Background: an optimization exercise with open tools, aiming at small area, a short achievable clock period and few clock cycles per item. Do not read the settings as production practice.
Function was checked by simulation only, so behaviour that the tests miss may differ from the original.

==> inputs of job 151 <==
// foc_frame
module foc_frame (
  input  wire               clk,
  input  wire               rst,           
  input  wire               start,
  output wire               ready,
  output reg                done,
  input  wire signed [15:0] i_u,
  input  wire signed [15:0] i_v,
  input  wire        [13:0] theta_meas,
  input  wire        [13:0] theta_apply,
  input  wire signed [15:0] id_ref,
  input  wire signed [15:0] iq_ref,
  input  wire        [15:0] kp_d,          
  input  wire        [15:0] ki_d,          
  input  wire        [15:0] kp_q,
  input  wire        [15:0] ki_q,
  input  wire        [15:0] kaw,           
  input  wire signed [15:0] wld,           
  input  wire signed [15:0] wlq,           
  input  wire signed [15:0] emf,           
  input  wire        [1:0]  dmode,         
  input  wire               idx_sel,       
  input  wire signed [15:0] vbus,
  input  wire        [15:0] vlim_k,        
  input  wire               lim_mode,      
  input  wire               hold,          
  input  wire               clr_state,     
  output reg  signed [15:0] id_meas,
  output reg  signed [15:0] iq_meas,
  output reg  signed [15:0] vd_out,
  output reg  signed [15:0] vq_out,
  output reg         [15:0] duty_u,
  output reg         [15:0] duty_v,
  output reg         [15:0] duty_w,
  output reg         [2:0]  sector,
  output reg                zero_vec,
  output reg                v_limited
);
export LEC_CHECK = 0
export ABC_AREA = 1
export CAP_MARGIN = 40
export CORE_MARGIN = 2
export CORE_UTILIZATION = 45
export PLACE_DENSITY = 0.6
export SLEW_MARGIN = 30
export SYNTH_MEMORY_MAX_BITS = 16384
create_clock -name core_clock -period 30.0 [get_ports {clk}]
run.sh (not shown) runs the stock make flow with config.mk's settings and CLKGATE_MAP_FILE= SYNTH_SCRIPT=/design/flow/synth_recipe.tcl, a recipe that flattens the netlist after the stock synthesis.
==> job 7565 (differences from job 151) <==
--- a/flow/design.v
+++ b/flow/design.v
@@ -640,10 +640,11 @@
   reg [3:0] state;
   reg [1:0] sq_cnt;
   assign ready = (state == S_IDLE);
   reg signed [15:0] r_iu, r_idref, r_iqref, r_wld, r_wlq, r_emf, r_vbus;
   reg        [13:0] r_thm, r_tha;
+  reg               sc_sel;                      
   reg        [15:0] r_kpd, r_kid, r_kpq, r_kiq, r_kaw;
   reg               r_dmon, r_idxsel, r_limmode, r_hold, r_vbpos;
   reg signed [29:0] x_d, x_q;
   reg signed [15:0] dl_d, dl_q;
   reg signed [17:0] oa1, oa2, oa3, oa4;          
@@ -661,11 +662,11 @@
   reg        [30:0] dva, dvb;                    
   reg        [14:0] dv_d;                        
   reg        [16:0] dv_d3;                       
   reg               ovf_a, ovf_b, zro_a, zro_b, mneg, s1c;      
   reg        [59:0] sqst;                        
-  wire [13:0] sc_th = (state == S_1) ? r_thm : r_tha;     
+  wire [13:0] sc_th = sc_sel ? r_thm : r_tha;
   wire [11:0] sc_p  = sc_th[11:0];
   wire [8:0]  sc_i2 = (sc_p[3:0] == 4'd0) ? (9'd256 - {1'b0, sc_p[11:4]})
                                           : (9'd255 - {1'b0, sc_p[11:4]});
   wire [3:0]  sc_f2 = 4'd0 - sc_p[3:0];
   wire [15:0] sc_sp = sinp({1'b0, sc_p[11:4]}, sc_p[3:0]);
@@ -686,20 +687,28 @@
   wire signed [20:0] rq = s34 >>> 15;
   wire rd_hi = (rd > 21'sd32767), rd_lo = (rd < -21'sd32768);
   wire rq_hi = (rq > 21'sd32767), rq_lo = (rq < -21'sd32768);
   wire signed [15:0] id_n = rd_hi ? 16'sh7fff : rd_lo ? 16'sh8000 : rd[15:0];
   wire signed [15:0] iq_n = rq_hi ? 16'sh7fff : rq_lo ? 16'sh8000 : rq[15:0];
-  wire signed [17:0] ed_raw = r_idref - $signed(rd[17:0]);
-  wire signed [17:0] eq_raw = r_iqref - $signed(rq[17:0]);
+  wire signed [35:0] rfd = r_idref;
+  wire signed [35:0] rfq = r_iqref;
+  wire signed [35:0] edx = (rfd <<< 15) - p1 - p2 + 36'sd16383;
+  wire signed [35:0] eqx = (rfq <<< 15) - p3 - p4 + 36'sd16383;
+  wire signed [17:0] ed_raw = edx >>> 15;
+  wire signed [17:0] eq_raw = eqx >>> 15;
   wire signed [17:0] ed_n = rd_hi ? (r_idref - 18'sd32767) : rd_lo ? (r_idref + 18'sd32768) : ed_raw;
   wire signed [17:0] eq_n = rq_hi ? (r_iqref - 18'sd32767) : rq_lo ? (r_iqref + 18'sd32768) : eq_raw;
   wire signed [25:0] ua_dn = ((p1 + 35'sd128) >>> 8) + ((x_d + 30'sd32768) >>> 16);
   wire signed [25:0] ua_qn = ((p2 + 35'sd128) >>> 8) + ((x_q + 30'sd32768) >>> 16);
   wire signed [20:0] dc_dn = r_dmon ? ((p3 + 35'sd2048) >>> 12) : 21'sd0;
   wire signed [20:0] dc_qn = r_dmon ? (((p4 + 35'sd2048) >>> 12) + r_emf) : 21'sd0;
-  wire signed [13:0] wd_n  = ua_dn[13:0] - dc_dn[13:0];     
-  wire signed [13:0] wq_n  = ua_qn[13:0] + dc_qn[13:0];
+  wire signed [13:0] xr_d  = (x_d + 30'sd32768) >>> 16;
+  wire signed [13:0] xr_q  = (x_q + 30'sd32768) >>> 16;
+  wire signed [13:0] wd_n  = p1[21:8] + {13'd0, p1[7]} + xr_d
+                             - (r_dmon ? p3[25:12] : 14'd0) - {13'd0, r_dmon & p3[11]};
+  wire signed [13:0] wq_n  = p2[21:8] + {13'd0, p2[7]} + xr_q
+                             + (r_dmon ? p4[25:12] : 14'd0) + {13'd0, r_dmon & p4[11]} + r_emf[13:0];
   wire signed [13:0] vd_n = satv(u_d - dc_d);
   wire signed [13:0] vq_n = satv(u_q + dc_q);
   wire signed [13:0] vdc  = (vd > vmx) ? vmx : (vd < -vmx) ? -vmx : vd;
   wire signed [26:0] ndq1 = p1[26] ? -p1[26:0] : p1[26:0];    
   wire signed [26:0] ndq2 = p2[26] ? -p2[26:0] : p2[26:0];    
@@ -750,14 +759,16 @@
   wire signed [18:0] xum   = xu - 19'sd1;
   wire signed [18:0] xvp   = t + (t <<< 1) + xc + 19'sd1;
   wire signed [18:0] xvm   = t + (t <<< 1) + xc - 19'sd1;
   wire signed [18:0] xwp   = xc - t - (t <<< 1) + 19'sd1;
   wire signed [18:0] xwm   = xc - t - (t <<< 1) - 19'sd1;
-  wire signed [18:0] xp    = mdU ? xup : mdV ? xvp : xwp;                      
-  wire signed [18:0] xm    = mdU ? xum : mdV ? xvm : xwm;                      
-  wire               mng_n = xp[18];                                            
-  wire signed [16:0] hib_n = mng_n ? (~xp >>> 1) : (xm >>> 1);                  
+  wire signed [16:0] hbu   = xup[18] ? (~xup >>> 1) : (xum >>> 1);
+  wire signed [16:0] hbv   = xvp[18] ? (~xvp >>> 1) : (xvm >>> 1);
+  wire signed [16:0] hbw   = xwp[18] ? (~xwp >>> 1) : (xwm >>> 1);
+  wire               mng_n = mdU ? xup[18] : mdV ? xvp[18] : xwp[18];             
+  wire signed [16:0] hib_n = mdU ? hbu : mdV ? hbv : hbw;                        
+  wire               s1_n  = mdU ? ~xum[0] : mdV ? ~xvm[0] : ~xwm[0];
   wire               za  = hia_n[16];                                           
   wire               zbz = ~mng_n & hib_n[16];                                  
   wire [30:0] dia = dva;
   wire [30:0] dib = dvb;
   wire [30:0] da1 = r4(dia, dv_d, dv_d3);
@@ -872,10 +883,11 @@
       case (state)
         S_IDLE: begin
           if (start) begin
             r_iu      <= i_u;
             r_thm     <= theta_meas;
+            sc_sel    <= 1'b1;
             r_tha     <= theta_apply;
             r_idref   <= id_ref;
             r_iqref   <= iq_ref;
             r_kpd     <= kp_d;
             r_kid     <= ki_d;
@@ -903,10 +915,11 @@
             pass2 <= 1'b0;
             state <= S_1;
           end
         end
         S_1: begin
+          sc_sel <= 1'b0;
           vmax <= r_vbpos ? satv(vm_m) : 14'd0;
           dva  <= da3;
           state <= S_2;
         end
         S_2: begin
@@ -941,11 +954,11 @@
           dva   <= {hia_n[14:0], ~hia_n[15:0]};
           dvb   <= {hib_n[14:0], ~hib_n[15:0]};
           zro_a <= za;
           zro_b <= zbz;
           mneg  <= mng_n;
-          s1c   <= ~xm[0];
+          s1c   <= s1_n;
           sector <= r_vbpos ? sec_n : 3'd0;
           if (pass2) begin
             state <= S_6;
           end else begin
             sq_cnt <= 2'd0;
==> job 3809 (differences from job 151) <==
--- a/flow/design.v
+++ b/flow/design.v
@@ -640,10 +640,11 @@
   reg [3:0] state;
   reg [1:0] sq_cnt;
   assign ready = (state == S_IDLE);
   reg signed [15:0] r_iu, r_idref, r_iqref, r_wld, r_wlq, r_emf, r_vbus;
   reg        [13:0] r_thm, r_tha;
+  reg               sc_sel;                      
   reg        [15:0] r_kpd, r_kid, r_kpq, r_kiq, r_kaw;
   reg               r_dmon, r_idxsel, r_limmode, r_hold, r_vbpos;
   reg signed [29:0] x_d, x_q;
   reg signed [15:0] dl_d, dl_q;
   reg signed [17:0] oa1, oa2, oa3, oa4;          
@@ -661,11 +662,11 @@
   reg        [30:0] dva, dvb;                    
   reg        [14:0] dv_d;                        
   reg        [16:0] dv_d3;                       
   reg               ovf_a, ovf_b, zro_a, zro_b, mneg, s1c;      
   reg        [59:0] sqst;                        
-  wire [13:0] sc_th = (state == S_1) ? r_thm : r_tha;     
+  wire [13:0] sc_th = sc_sel ? r_thm : r_tha;
   wire [11:0] sc_p  = sc_th[11:0];
   wire [8:0]  sc_i2 = (sc_p[3:0] == 4'd0) ? (9'd256 - {1'b0, sc_p[11:4]})
                                           : (9'd255 - {1'b0, sc_p[11:4]});
   wire [3:0]  sc_f2 = 4'd0 - sc_p[3:0];
   wire [15:0] sc_sp = sinp({1'b0, sc_p[11:4]}, sc_p[3:0]);
@@ -686,20 +687,28 @@
   wire signed [20:0] rq = s34 >>> 15;
   wire rd_hi = (rd > 21'sd32767), rd_lo = (rd < -21'sd32768);
   wire rq_hi = (rq > 21'sd32767), rq_lo = (rq < -21'sd32768);
   wire signed [15:0] id_n = rd_hi ? 16'sh7fff : rd_lo ? 16'sh8000 : rd[15:0];
   wire signed [15:0] iq_n = rq_hi ? 16'sh7fff : rq_lo ? 16'sh8000 : rq[15:0];
-  wire signed [17:0] ed_raw = r_idref - $signed(rd[17:0]);
-  wire signed [17:0] eq_raw = r_iqref - $signed(rq[17:0]);
+  wire signed [35:0] rfd = r_idref;
+  wire signed [35:0] rfq = r_iqref;
+  wire signed [35:0] edx = (rfd <<< 15) - p1 - p2 + 36'sd16383;
+  wire signed [35:0] eqx = (rfq <<< 15) - p3 - p4 + 36'sd16383;
+  wire signed [17:0] ed_raw = edx >>> 15;
+  wire signed [17:0] eq_raw = eqx >>> 15;
   wire signed [17:0] ed_n = rd_hi ? (r_idref - 18'sd32767) : rd_lo ? (r_idref + 18'sd32768) : ed_raw;
   wire signed [17:0] eq_n = rq_hi ? (r_iqref - 18'sd32767) : rq_lo ? (r_iqref + 18'sd32768) : eq_raw;
   wire signed [25:0] ua_dn = ((p1 + 35'sd128) >>> 8) + ((x_d + 30'sd32768) >>> 16);
   wire signed [25:0] ua_qn = ((p2 + 35'sd128) >>> 8) + ((x_q + 30'sd32768) >>> 16);
   wire signed [20:0] dc_dn = r_dmon ? ((p3 + 35'sd2048) >>> 12) : 21'sd0;
   wire signed [20:0] dc_qn = r_dmon ? (((p4 + 35'sd2048) >>> 12) + r_emf) : 21'sd0;
-  wire signed [13:0] wd_n  = ua_dn[13:0] - dc_dn[13:0];     
-  wire signed [13:0] wq_n  = ua_qn[13:0] + dc_qn[13:0];
+  wire signed [13:0] xr_d  = (x_d + 30'sd32768) >>> 16;
+  wire signed [13:0] xr_q  = (x_q + 30'sd32768) >>> 16;
+  wire signed [13:0] wd_n  = p1[21:8] + {13'd0, p1[7]} + xr_d
+                             - (r_dmon ? p3[25:12] : 14'd0) - {13'd0, r_dmon & p3[11]};
+  wire signed [13:0] wq_n  = p2[21:8] + {13'd0, p2[7]} + xr_q
+                             + (r_dmon ? p4[25:12] : 14'd0) + {13'd0, r_dmon & p4[11]} + r_emf[13:0];
   wire signed [13:0] vd_n = satv(u_d - dc_d);
   wire signed [13:0] vq_n = satv(u_q + dc_q);
   wire signed [13:0] vdc  = (vd > vmx) ? vmx : (vd < -vmx) ? -vmx : vd;
   wire signed [26:0] ndq1 = p1[26] ? -p1[26:0] : p1[26:0];    
   wire signed [26:0] ndq2 = p2[26] ? -p2[26:0] : p2[26:0];    
@@ -750,14 +759,16 @@
   wire signed [18:0] xum   = xu - 19'sd1;
   wire signed [18:0] xvp   = t + (t <<< 1) + xc + 19'sd1;
   wire signed [18:0] xvm   = t + (t <<< 1) + xc - 19'sd1;
   wire signed [18:0] xwp   = xc - t - (t <<< 1) + 19'sd1;
   wire signed [18:0] xwm   = xc - t - (t <<< 1) - 19'sd1;
-  wire signed [18:0] xp    = mdU ? xup : mdV ? xvp : xwp;                      
-  wire signed [18:0] xm    = mdU ? xum : mdV ? xvm : xwm;                      
-  wire               mng_n = xp[18];                                            
-  wire signed [16:0] hib_n = mng_n ? (~xp >>> 1) : (xm >>> 1);                  
+  wire signed [16:0] hbu   = xup[18] ? (~xup >>> 1) : (xum >>> 1);
+  wire signed [16:0] hbv   = xvp[18] ? (~xvp >>> 1) : (xvm >>> 1);
+  wire signed [16:0] hbw   = xwp[18] ? (~xwp >>> 1) : (xwm >>> 1);
+  wire               mng_n = mdU ? xup[18] : mdV ? xvp[18] : xwp[18];             
+  wire signed [16:0] hib_n = mdU ? hbu : mdV ? hbv : hbw;                        
+  wire               s1_n  = mdU ? ~xum[0] : mdV ? ~xvm[0] : ~xwm[0];
   wire               za  = hia_n[16];                                           
   wire               zbz = ~mng_n & hib_n[16];                                  
   wire [30:0] dia = dva;
   wire [30:0] dib = dvb;
   wire [30:0] da1 = r4(dia, dv_d, dv_d3);
@@ -872,10 +883,11 @@
       case (state)
         S_IDLE: begin
           if (start) begin
             r_iu      <= i_u;
             r_thm     <= theta_meas;
+            sc_sel    <= 1'b1;
             r_tha     <= theta_apply;
             r_idref   <= id_ref;
             r_iqref   <= iq_ref;
             r_kpd     <= kp_d;
             r_kid     <= ki_d;
@@ -903,10 +915,11 @@
             pass2 <= 1'b0;
             state <= S_1;
           end
         end
         S_1: begin
+          sc_sel <= 1'b0;
           vmax <= r_vbpos ? satv(vm_m) : 14'd0;
           dva  <= da3;
           state <= S_2;
         end
         S_2: begin
@@ -941,11 +954,11 @@
           dva   <= {hia_n[14:0], ~hia_n[15:0]};
           dvb   <= {hib_n[14:0], ~hib_n[15:0]};
           zro_a <= za;
           zro_b <= zbz;
           mneg  <= mng_n;
-          s1c   <= ~xm[0];
+          s1c   <= s1_n;
           sector <= r_vbpos ? sec_n : 3'd0;
           if (pass2) begin
             state <= S_6;
           end else begin
             sq_cnt <= 2'd0;
CORE_UTILIZATION = 40   (was 45)
PLACE_DENSITY = 0.52   (was 0.6)
==> results.txt <==
status=finished clean; met2 WL=342,500 um; design area=0.1886 mm^2; Post-synth top cells=nand2_1 (5,379), inv_1 (4,452), a21oi_1 (1,772), ha_1 (1,768), nor2_1 (1,540); vias in the first global route=162,869
# the run above: job 7565

==> results.txt <==
status=finished clean; die span in x=659.2 um; met2 WL=367,900 um; vias in the first global route=163,493; design area=0.1899 mm^2; Setup crit start=sc_sel; Post-synth EDFFs=855
# the run above: job 3809

==> results.txt <==
status=finished clean; Post-synth top cells=nand2_1 (5,487), inv_1 (4,399), a21oi_1 (1,757), ha_1 (1,680), nor2_1 (1,563); met2 WL=356,800 um; layout cells sized above 1=5.061%; vias in the first global route=161,775; design area=0.1849 mm^2
# the run above: job 151

Testbench counts of job 151, summed over its fixed seeds: cycles 31,776, frames 3,200.
Testbench counts of job 7565, summed over its fixed seeds: cycles 31,776, frames 3,200.
Testbench counts of job 3809, summed over its fixed seeds: cycles 31,776, frames 3,200.

[separate check: timing with driven ports]
No port has a modelled driver above. Below, the same layouts with a new extraction and two added sets of constraints.
Step 1, drivers: a clkbuf_16 drives clk and a buf_2 each remaining input, both assumed.
Step 2, shift: input delay + t, output delay - t, t = (earliest + latest rising clock arrival at the registers) / 2. This alone moves slack from input paths to output paths.
a / b / c = ideal ports / drivers / drivers and shift; a / b = the first two.
| run | t (ns) | slack for setup (ns) | worst hold slack (ns) | latest minus earliest clock arrival (ns) | slew at the worst register clock pin (ns) |
|---|---|---|---|---|---|
| job 151 | 0.995 | 16.891 / 16.891 / 16.891 | 0.464 / 0.464 / 0.464 | 0.079 / 0.079 | 0.07 / 0.07 |
| job 7565 | 1.014 | 17.321 / 17.321 / 17.321 | 0.463 / 0.463 / 0.463 | 0.092 / 0.093 | 0.08 / 0.08 |
| job 3809 | 1.006 | 17.758 / 17.758 / 17.758 | 0.464 / 0.464 / 0.464 | 0.086 / 0.086 | 0.08 / 0.08 |
After both steps every run listed still meets setup and hold.
